Context: an optimization exercise on an open-source flow, tuned for small area, a short achievable clock period and few clock cycles. The choices shown serve that exercise and are no tape-out recipe.
At most, simulation tests tie the RTL to the original design; equivalence was not proved.

==> flow/design.v (excerpt) <==
module qb_crc #(
    parameter integer K = 3                 
) (
    input  wire         clk,
    input  wire         rst,
    input  wire         in_valid,
    output wire         in_ready,
    input  wire [31:0]  in_crc,
    input  wire [511:0] in_data,
    input  wire [63:0]  in_mask,
    output reg          out_valid,
    output reg  [31:0]  out_crc
);
    localparam [31:0] POLY = 32'h82F6_3B78;
    localparam integer N  = (64 + K - 1) / K;  
    localparam integer CW = (N > 32) ? 6 : (N > 16) ? 5 : (N > 8) ? 4 : (N > 4) ? 3 : (N > 2) ? 2 : 1;
    function [31:0] crc_byte(input [31:0] c_in, input [7:0] b);
        reg [31:0] c;
        integer t;
        begin
            c = c_in ^ {24'd0, b};
            for (t = 0; t < 8; t = t + 1)
                c = (c >> 1) ^ (POLY & {32{c[0]}});
            crc_byte = c;
        end
    endfunction
    reg [CW-1:0]  cnt;                      
    reg           rdy;                      
    reg [8*K-1:0] dreg;
    reg [K-1:0]   mreg;
    reg           v1, last1;
    assign in_ready = rdy | !in_valid;
    wire [8*K*N-1:0] dpad = in_data;
    wire [K*N-1:0]   mpad = in_mask;
    reg [8*K-1:0] dsel;
  ...
For scale: roughly 650 I/O pins.
Settings: LEC_CHECK=0, CAP_MARGIN=20, CORE_AREA=5 5 225 225, DIE_AREA=0 0 230 230, SLEW_MARGIN=20; clock period 10.0 ns.
standard.sh (not shown) runs the stock make flow with config.mk's settings and CLKGATE_MAP_FILE= SYNTH_SCRIPT=/design/flow/synth_recipe.tcl, a recipe that flattens the netlist after the stock synthesis.
==> flow/flow/run.sh <==
#!/bin/bash
# Standard layout, with each port buffered by a buf_1 instead of ORFS's default
# port buffer cell. Extra ORFS settings come from flow/extra.env.
set -euo pipefail
export BUFFER_PORTS_ARGS="-buffer_cell sky130_fd_sc_hd__buf_1"
if [[ -f flow/extra.env ]]; then set -a; source flow/extra.env; set +a; fi
bash standard.sh > standard_make.log 2>&1
==> flow/flow/extra.env <==
SETUP_SLACK_MARGIN=5
Testbench counts at the start, summed over its fixed seeds: cycles 46,056.
Rerun with:
==> flow/flow/extra.env (replaced) <==
SETUP_SLACK_MARGIN=4
Settings changed: CORE_AREA 5 5 225 225 to 5 5 175 175, DIE_AREA 0 0 230 230 to 0 0 180 180.
This time the run stopped in I/O pin placement (3_2_place_iop), error PPL-0024.
Area after synthesis does not change.
Synthesized cell count does not change.

* * *

run D:
Another version of the RTL of qb_crc (not shown whole).
For scale: about 1400 cells after synthesis, roughly 650 I/O pins, ~14000 um2 of cells after synthesis.
==> flow/config.mk <==
export PLATFORM = sky130hd
export DESIGN_NAME = qb_crc
export DESIGN_NICKNAME = qb_crc
export VERILOG_FILES = /design/flow/design.v
export SDC_FILE = /design/flow/constraint.sdc
export NUM_CORES = 4
export LEC_CHECK = 0
export CAP_MARGIN = 20
export CORE_AREA = 10 10 290 290
export DIE_AREA = 0 0 300 300
export SETUP_SLACK_MARGIN = 5
export SLEW_MARGIN = 20
==> flow/constraint.sdc <==
create_clock -name core_clock -period 10.0 [get_ports {clk}]
set_input_delay 2.0000 -clock core_clock [delete_from_list [all_inputs] [get_ports {clk}]]
set_output_delay 2.0000 -clock core_clock [all_outputs]
set_load 0.01 [all_outputs]
run.sh (not shown) runs the stock make flow with config.mk's settings and CLKGATE_MAP_FILE= SYNTH_SCRIPT=/design/flow/synth_recipe.tcl, a recipe that flattens the netlist after the stock synthesis.
Stock flow here: none of the scripts above is used.
The following lists how run E was set up differently from run D:
Settings: clearing SETUP_SLACK_MARGIN, which used to be 5.
==> flow/flow/run.sh (new file) <==
#!/bin/bash
# Standard layout, with each port buffered by a buf_1 instead of ORFS's default
# port buffer cell. Extra ORFS settings come from flow/extra.env.
set -euo pipefail
export BUFFER_PORTS_ARGS="-buffer_cell sky130_fd_sc_hd__buf_1"
if [[ -f flow/extra.env ]]; then set -a; source flow/extra.env; set +a; fi
bash standard.sh > standard_make.log 2>&1
==> flow/flow/extra.env (new file) <==
SETUP_SLACK_MARGIN=5
==> flow/standard.sh (new file) <==
#!/bin/bash
# synth_recipe.tcl (not shown) runs the flow's synth.tcl, then flattens the netlist and writes it again
# the make line also repeats each setting of config.mk as NAME=value (left out here)
make -C /OpenROAD-flow-scripts/flow DESIGN_CONFIG=/design/flow/config.mk WORK_HOME=/design/flow/orfs CLKGATE_MAP_FILE= SYNTH_SCRIPT=/design/flow/synth_recipe.tcl "${@:-finish}"
removed: flow/run.sh
Findings:
Number of vias in the routed layout up 78 in run E wrt run D
Comparing run D and run E, clock tree cell share of total cell area is higher on run E.
The worst hold slack on run E is in line with that on run D.
Compared with run D, in run E number of antenna violations at the first check in global routing up 4; global-route usage down 0.62 points.
Reported for run D and run E, count of flip-flops with a built-in enable after synthesis turned out identical to the last digit.
Changes observed in run E relative to run D: wire length moved down; global routing usage on met2 moved down.
Function was not checked in any run of this note: the RTL went through the layout flow alone.

* * *

Setup of alpha:
qb_crc, a different RTL version from the one above (not shown whole).
Size in the first run: ~1200 cells after synthesis, about 100 flip-flops.
export LEC_CHECK = 0
export CAP_MARGIN = 20
export CORE_AREA = 10 10 290 290
export CTS_BUF_LIST = sky130_fd_sc_hd__clkbuf_4 sky130_fd_sc_hd__clkbuf_8
export DIE_AREA = 0 0 300 300
export SLEW_MARGIN = 20
create_clock -name core_clock -period 10.0 [get_ports {clk}]
standard.sh (not shown) runs the stock make flow with config.mk's settings and CLKGATE_MAP_FILE= SYNTH_SCRIPT=/design/flow/synth_recipe.tcl, a recipe that flattens the netlist after the stock synthesis.
==> flow/flow/run.sh <==
#!/bin/bash
# Standard layout, with each port buffered by a buf_1 instead of ORFS's default
# port buffer cell. Extra ORFS settings come from flow/extra.env.
set -euo pipefail
export BUFFER_PORTS_ARGS="-buffer_cell sky130_fd_sc_hd__buf_1"
if [[ -f flow/extra.env ]]; then set -a; source flow/extra.env; set +a; fi
bash standard.sh > standard_make.log 2>&1
==> flow/flow/extra.env <==
SETUP_SLACK_MARGIN=5
Testbench counts of alpha, summed over its fixed seeds: cycles 46,056.
Changes in beta relative to alpha:
==> flow/flow/extra.env <==
SETUP_SLACK_MARGIN=5.5
diff --git a/flow/config.mk b/flow/config.mk
--- a/flow/config.mk
+++ b/flow/config.mk
@@ -10 +9,0 @@
-export CTS_BUF_LIST = sky130_fd_sc_hd__clkbuf_4 sky130_fd_sc_hd__clkbuf_8
Results
| signed area change from the synthesized netlist to the final layout | beta vs alpha | 11 points higher |
In beta the final hold slack turned out 0.025 ns higher than in alpha.
Number of global-route vias before repair grows by a few percent when moving from alpha to beta.
Summary of beta over alpha: number of vias per cell higher, global-route usage higher, area of all placed cells without fillers higher, final routed wirelength across all metal layers higher.
Compared beta vs alpha, and final cell count is up in beta.

* * *

The RTL this note starts from:
==> flow/design.v <==
module qb_crc #(
    parameter integer K = 3                 
) (
    input  wire         clk,
    input  wire         rst,
    input  wire         in_valid,
    output wire         in_ready,
    input  wire [31:0]  in_crc,
    input  wire [511:0] in_data,
    input  wire [63:0]  in_mask,
    output reg          out_valid,
    output reg  [31:0]  out_crc
);
    localparam [31:0] POLY = 32'h82F6_3B78;
    localparam integer N  = (64 + K - 1) / K;  
    localparam integer CW = (N > 32) ? 6 : (N > 16) ? 5 : (N > 8) ? 4 : (N > 4) ? 3 : (N > 2) ? 2 : 1;
    function [31:0] crc_byte(input [31:0] c_in, input [7:0] b);
        reg [31:0] c;
        integer t;
        begin
            c = c_in ^ {24'd0, b};
            for (t = 0; t < 8; t = t + 1)
                c = (c >> 1) ^ (POLY & {32{c[0]}});
            crc_byte = c;
        end
    endfunction
    reg [CW-1:0]  cnt;                      
    reg           rdy;                      
    reg [8*K-1:0] dreg;
    reg [K-1:0]   mreg;
    reg           v1, last1;
    assign in_ready = rdy | !in_valid;
    wire [8*K*N-1:0] dpad = in_data;
    wire [K*N-1:0]   mpad = in_mask;
    reg [8*K-1:0] dsel;
    reg [K-1:0]   msel;
    integer q;
    always @(*) begin
        dsel = {8*K{1'b0}};
        msel = {K{1'b0}};
        for (q = 0; q < N; q = q + 1)
            if (cnt == q) begin
                dsel = dsel | dpad[q*8*K +: 8*K];
                msel = msel | mpad[q*K +: K];
            end
    end
    reg [N-1:0]  nz, cand;
    reg [CW-1:0] nxt;
    integer i;
    always @(*) begin
        for (i = 0; i < N; i = i + 1) begin
            nz[i]   = |mpad[i*K +: K];
            cand[i] = nz[i] && (i > cnt);
        end
        nxt = cnt + 1'b1;
        for (i = N - 1; i >= 0; i = i - 1)
            if (cand[i]) nxt = i;
    end
    wire last_next = ((cand & (cand - 1'b1)) == {N{1'b0}});
    always @(posedge clk) begin
        dreg  <= dsel;
        mreg  <= msel & {K{in_valid}};      
        last1 <= rdy;
        if (rst) begin
            cnt <= {CW{1'b0}};
            rdy <= 1'b0;
            v1  <= 1'b0;
        end else begin
            v1 <= in_valid;
            if (in_valid) begin
                cnt <= rdy ? {CW{1'b0}} : nxt;
                rdy <= !rdy && last_next;
            end
        end
    end
    reg [31:0] crc;
    reg [31:0] c;
    integer j;
    always @(*) begin
        c = crc;
        for (j = 0; j < K; j = j + 1)
            if (mreg[j]) c = crc_byte(c, dreg[8*j +: 8]);
    end
    always @(posedge clk) begin
        crc     <= (cnt == {CW{1'b0}}) ? in_crc : c;
        out_crc <= c;
        if (rst) out_valid <= 1'b0;
        else     out_valid <= v1 & last1;
    end
endmodule
clock: 10.0 ns
lec_check: 0
cap_margin: 20
core_area: 5 5 225 225
die_area: 0 0 230 230
slew_margin: 20
==> flow/flow/extra.env <==
SETUP_SLACK_MARGIN=4
Scripts as last shown in full above: flow/flow/run.sh
Testbench counts at the start, summed over its fixed seeds: cycles 46,056.
==> next run, changes <==
==> flow/flow/extra.env (replaced) <==
SETUP_SLACK_MARGIN=5
- CORE_AREA: 5 5 225 225 -> 5 5 175 175
- DIE_AREA: 0 0 230 230 -> 0 0 180 180
Effect: Now the flow aborted during I/O pin placement (3_2_place_iop) (PPL-0024); synthesized cell count is unchanged; area after synthesis is unchanged.
==> next run, changes <==
==> flow/flow/extra.env (replaced) <==
SETUP_SLACK_MARGIN=6
- CORE_AREA: 5 5 175 175 -> 10 10 290 290
- DIE_AREA: 0 0 180 180 -> 0 0 300 300
After rerunning: The new run completed with no timing, DRC or antenna violations; synthesized cell count is unchanged; area after synthesis stays the same.

[separate check: timing with driven ports]
Ports are ideal in the flow. The routed layouts listed here were re-timed in OpenROAD.
Step 1, drivers: a clkbuf_16 drives clk and a buf_2 each remaining input, both assumed.
Step 2, shift: input delay + t, output delay - t, t = (earliest + latest rising clock arrival at the registers) / 2. This alone moves slack from input paths to output paths.
Slacks: no drivers / after step 1 / after step 2; pairs: no drivers / after step 1.
run	shift t [ns]	setup WS [ns]	worst setup path at the end	worst register clock-pin slew, ns
the first run of note 1	0.399	5.086 / 5.014 / 4.988	input to register	0.08 / 0.08
run D	0.449	3.974 / 3.974 / 3.974	register to register	0.09 / 0.09
run E	0.444	4.071 / 4.071 / 4.071	register to register	0.09 / 0.09
alpha	0.446	5.098 / 5.098 / 5.098	register to register	0.12 / 0.12
beta	0.408	5.397 / 5.397 / 5.392	input to register	0.09 / 0.09
the first run of note 4	0.400	4.594 / 4.594 / 4.594	register to register	0.08 / 0.08
the third run of note 4	0.427	5.359 / 5.359 / 5.359	register to register	0.08 / 0.08
After both steps every run listed still meets setup and hold. For the first run of note 1, which loses most, drivers alone change the setup slack by -0.072 ns; drivers and shift together by -0.098 ns.
